From an optimization exercise on the open Yosys and OpenROAD flow, aimed at small area, a short achievable clock period and few clock cycles; shortcuts taken in it are not production practice. The RTL was checked by simulation tests, not by an equivalence proof against the original design. Power is estimated from default activity; no workload was simulated.

`flow/config.mk`:
```
export PLATFORM = sky130hd
export DESIGN_NAME = ghash_core
export DESIGN_NICKNAME = ghash_core
export VERILOG_FILES = /design/flow/design.v
export SDC_FILE = /design/flow/constraint.sdc
export NUM_CORES = 4
export LEC_CHECK = 0
export CAP_MARGIN = 20
export CORE_MARGIN = 2
export CORE_UTILIZATION = 40
export SLEW_MARGIN = 20
```
`flow/constraint.sdc`:
```
create_clock -name core_clock -period 8.0 [get_ports {clk}]
set_input_delay 1.6000 -clock core_clock [delete_from_list [all_inputs] [get_ports {clk}]]
set_output_delay 1.6000 -clock core_clock [all_outputs]
set_load 0.01 [all_outputs]
```
`flow/design.v`:
```
module ghash_core (
    input  wire         clk,
    input  wire         rst_n,      
    input  wire         start,      
    input  wire         clear,      
    input  wire [127:0] h,          
    input  wire [127:0] x,          
    output wire         ready,
    output reg          done,       
    output wire [127:0] y
);
  localparam [127:0] R = {8'he1, 120'h0};
  reg [127:0] z;        
  reg [127:0] v;        
  reg [127:0] xs;       
  reg [3:0]   cnt;
  reg         busy;
  assign ready = !busy;
  assign y     = z;
  reg [127:0] z_n, v_n;
  integer j;
  always @(*) begin
    z_n = z;
    v_n = v;
    for (j = 0; j < 8; j = j + 1) begin
      if (xs[127-j])
        z_n = z_n ^ v_n;
      v_n = v_n[0] ? ({1'b0, v_n[127:1]} ^ R) : {1'b0, v_n[127:1]};
    end
  end
  always @(posedge clk) begin
    if (!rst_n) begin
      busy <= 1'b0;
      done <= 1'b0;
      cnt  <= 4'd0;
    end else begin
      done <= 1'b0;
      if (busy) begin
        z   <= z_n;
        v   <= v_n;
        xs  <= {xs[119:0], 8'h00};
        cnt <= cnt + 4'd1;
        if (cnt == 4'd15) begin
          busy <= 1'b0;
          done <= 1'b1;
        end
      end else if (start) begin
        xs   <= (clear ? 128'h0 : z) ^ x;
        v    <= h;
        z    <= 128'h0;
        cnt  <= 4'd0;
        busy <= 1'b1;
      end
    end
  end
endmodule
```
`flow/run.sh`:
```
#!/bin/bash
# synth_recipe.tcl (not shown) runs the flow's synth.tcl, then flattens the netlist and writes it again
# the make line also repeats each setting of config.mk as NAME=value (left out here)
make -C /OpenROAD-flow-scripts/flow DESIGN_CONFIG=/design/flow/config.mk WORK_HOME=/design/flow/orfs CLKGATE_MAP_FILE= SYNTH_SCRIPT=/design/flow/synth_recipe.tcl finish
```
==> summary.md <==
| Metric | Value |
|---|---|
| Top-area cell type share of the netlist area | 36.6% |
| Final Wtd Congestion | 0.797 |
| Clock sink total | 390 |
| Final setup viols | 0 |
| Fmax | 260 MHz |
| Num CTS Buffers | 49 |
| Peak VDD IR | 0.153 mV |
| Synth-to-layout area growth | 17.7% |
| Gr usage total | 22.3% |
| Max FO, Critical Path | 71 |
| Met1 Resource Use GR | 31.8% |
| Asr flop ratio synth | 0% |
| Clk Latency, worst-skew pair | 0.60 ns |
| Layout net count | 4018 |
| Tightest Pin Transition | 1.05 ns |
| DRT iter0 DRCs | 1740 |
| Seq cells post-synth | 390 |
| Port buffer count | 389 |
| Max cap viols | 0 |
| CTS root buffer | clkbuf_16 |
| CP Launch Type | register |
| Cell taking the most area after synthesis | edfxtp_1 |
| Fraction of layout cells with a size suffix above 1 | 6.09% |
| Crit end category | output port |
| DR vias/cell | 4.90 |
| Gate Count Post-Synth | 3610 |
| Final setup TNS | 0 ns |
| Count leader, synth | nand2_1 |
| Vias in the first global route | 22600 |
| GRT Max-Usage Layer | met2 |
| Post-synth top cells | 1126 x nand2_1, 774 x xnor2_1, 384 x edfxtp_1 |
| Power, Total | 7.84 mW |
| FP Rows | 102 |
| Fill count | 7382 |
| DR WL/cell | 19.1 µm |
| P per Cell Area | 211 mW/mm² |
| Number of synthesized flops with an enable pin | 384 |
| Number of setup buffers added after CTS | 0 |
| Setup CP Type | register to output port |
| Wire length of the first global-routing pass | 143 mm |
| Number of I/O pins | 390 |
| DR pass1 iterations | 5 |
| Hold Path Cell Cnt | 1 |
| Final WL | 92.2 mm |
| Initial antenna violation count | 9 |
| Clk_skew | 0.0139 ns |
| Mean post-synth cell area | 8.73 µm² |
| RSZ-0062 raised after global routing | false |
| Synthesized area | 0.0315 mm² |
| Syn nets | 3871 |
| Hpwl dp | 58.5 mm |
| Period utilisation layout | 48.1% |
| H-tree depth | 2 |
| Die area | 0.0810 mm² |
| Cell count of the worst reg-to-reg path | 8 |
| Placement Setup Slack | 3.87 ns |
| Synth top area cells | edfxtp_1 37%, xnor2_1 22%, nand2_1 13% |
| Predominant post-synthesis flop cell | edfxtp_1 |
| Final hold viol count | 0 |
| Pleak | 12.8 nW |
| Final WS setup | 4.15 ns |
| GRT met2 Usage | 35.9% |
| CTS tree | done |
| Yosys warning count | 1 |
| Min cycle time layout | 3.85 ns |
| Die Ht | 285 µm |
| Status | timing/DRC/antenna clean |
| CP required | 6.40 ns |
| Worst hold path class | register to register |
| Sequential fraction of the synthesis area | 37.0% |
| DR DRC count | 0 |
| Max-slew violation total from the final report | 0 |
| Gr ovfl total | 0 |
| CTS resizes | 0 |
| DRT antenna net count | 0 |
| Clk slew on worst S/H paths | 0.06 ns |
| Die Wd | 285 µm |
| Grt met3 use | 3.44% |
| Critical path arrival | 2.25 ns |
| Bufs on Longest Clock Path | 3 |
| Hold Buf Count CTS | 0 |
| Vias | 23700 |
| Largest net degree at the start of global routing | 168 |
| Initial core utilization | 40.5% |
| Rel. slew slack | 30.0% |
| Unique masters post-synth | 41 |
| Core area | 0.0777 mm² |
[cell usage in the layout, fill, tap and decap left out, types with 24 or more instances in the layout]
cell	netlist	layout
edfxtp_1	384	384
a21oi_1	24	24
clkbuf_16	0	50
nand2_1	1126	1126
xnor2_1	774	774
o21ai_0	127	126
clkdlybuf4s50_1	0	388
xor2_1	373	373
mux2_2	120	120
nor2b_1	130	130
nor2_1	162	162
[worst max-delay path, cell delays in order, from the launching register on]
cell             delay, ns
dfxtp_4               0.82
inv_4                 0.27
clkdlybuf4s50_1       0.56
[kinds of logic after synthesis]
group / after synthesis / synth area share, %
AOI/OAI and AO/OA: 167 / 2.79
xor gates and xnor gates: 1163 / 33.0
and+or+nand+nor: 1443 / 18.5
DFF: 390 / 37.0
buffers and inverters: 325 / 4.41
muxes: 121 / 4.32
adders and majority gates: 1 / 0.0397
[path summary, 6_finish.rpt]
check / startpoint / slack, ns / endpoint
worst max register to register: xs[126] / 4.78 / z[119]
worst max-delay path: busy / 4.15 / ready
worst min register to register: cnt[3] / 0.50 / busy
worst min-delay path: cnt[3] / 0.50 / busy
[power breakdown]
group	switching, mW	internal [mW]	leakage [nW]
Sequential	0.311	2.56	3.76
Clock	0.931	1.22	0.722
Combinational	1.34	1.48	8.31
[registers in the layout (all words and copies together), names as in the netlist]
| register | flops |
|---|---|
| busy | 1 |
| cnt | 4 |
| done | 1 |
| v | 128 |
| xs | 128 |
| z | 128 |
[cell type report]
cell class	count	area, µm²	area share, %
multi-input combinational	2895	18500	49.8
antenna	1	2.50	0.00675
clock inverter	24	186	0.503
sequential	390	11700	31.4
inverter	7	32.5	0.0877
tap	1040	1300	3.51
clock buffer	64	1310	3.54
timing repair buffer	414	4120	11.1
[layer usage]
| layer | vias up | part of all wire [%] | wire length [µm] |
|---|---|---|---|
| met5 | - | 0.12 | 108 |
| met4 | 16 | 1.5 | 1410 |
| met3 | 89 | 6.1 | 5660 |
| met2 | 717 | 47 | 43400 |
| met1 | 11300 | 45 | 41600 |
| li1 | 11600 | - | - |
[stage by stage]
step	utilization (%)	cell area, µm²	hold WS [ns]	cells
2_1_floorplan	-	31500	0.441	3610
3_3_place_gp	45.8	35600	0.481	4746
3_5_place_dp	45.8	35600	0.480	4746
4_1_cts	47.7	37100	0.497	4834
5_1_grt	47.7	37100	0.527	4835
6_report	47.7	37100	0.498	4835
Testbench counts, summed over its fixed seeds: cycles 27,200.

[port drivers added, routing unchanged]
In the flow no input, the clock included, has a driving cell. The finished layout below was timed again as built, in two steps. Step 1 sets driving cells, clkbuf_16 on the clock port and buf_2 on the other inputs (assumed; they add their load-dependent delay and slew). Step 2 also shifts input and output timing later by t, the mid clock arrival at the registers, as if the neighbouring blocks saw the same clock. Slacks: no drivers / after step 1 / after step 2; pairs: no drivers / after step 1.
t (ns): 0.654
setup slack, ns: 4.152 / 4.090 / 3.891
worst hold slack (ns): 0.498 / 0.498 / 0.498
worst slew at a driven data input, ns: 0.13
cell pins on the clock port's net: 1
After both steps setup and hold are still met in this run. For this run, drivers alone change the setup slack by -0.062 ns; drivers and shift together by -0.261 ns.
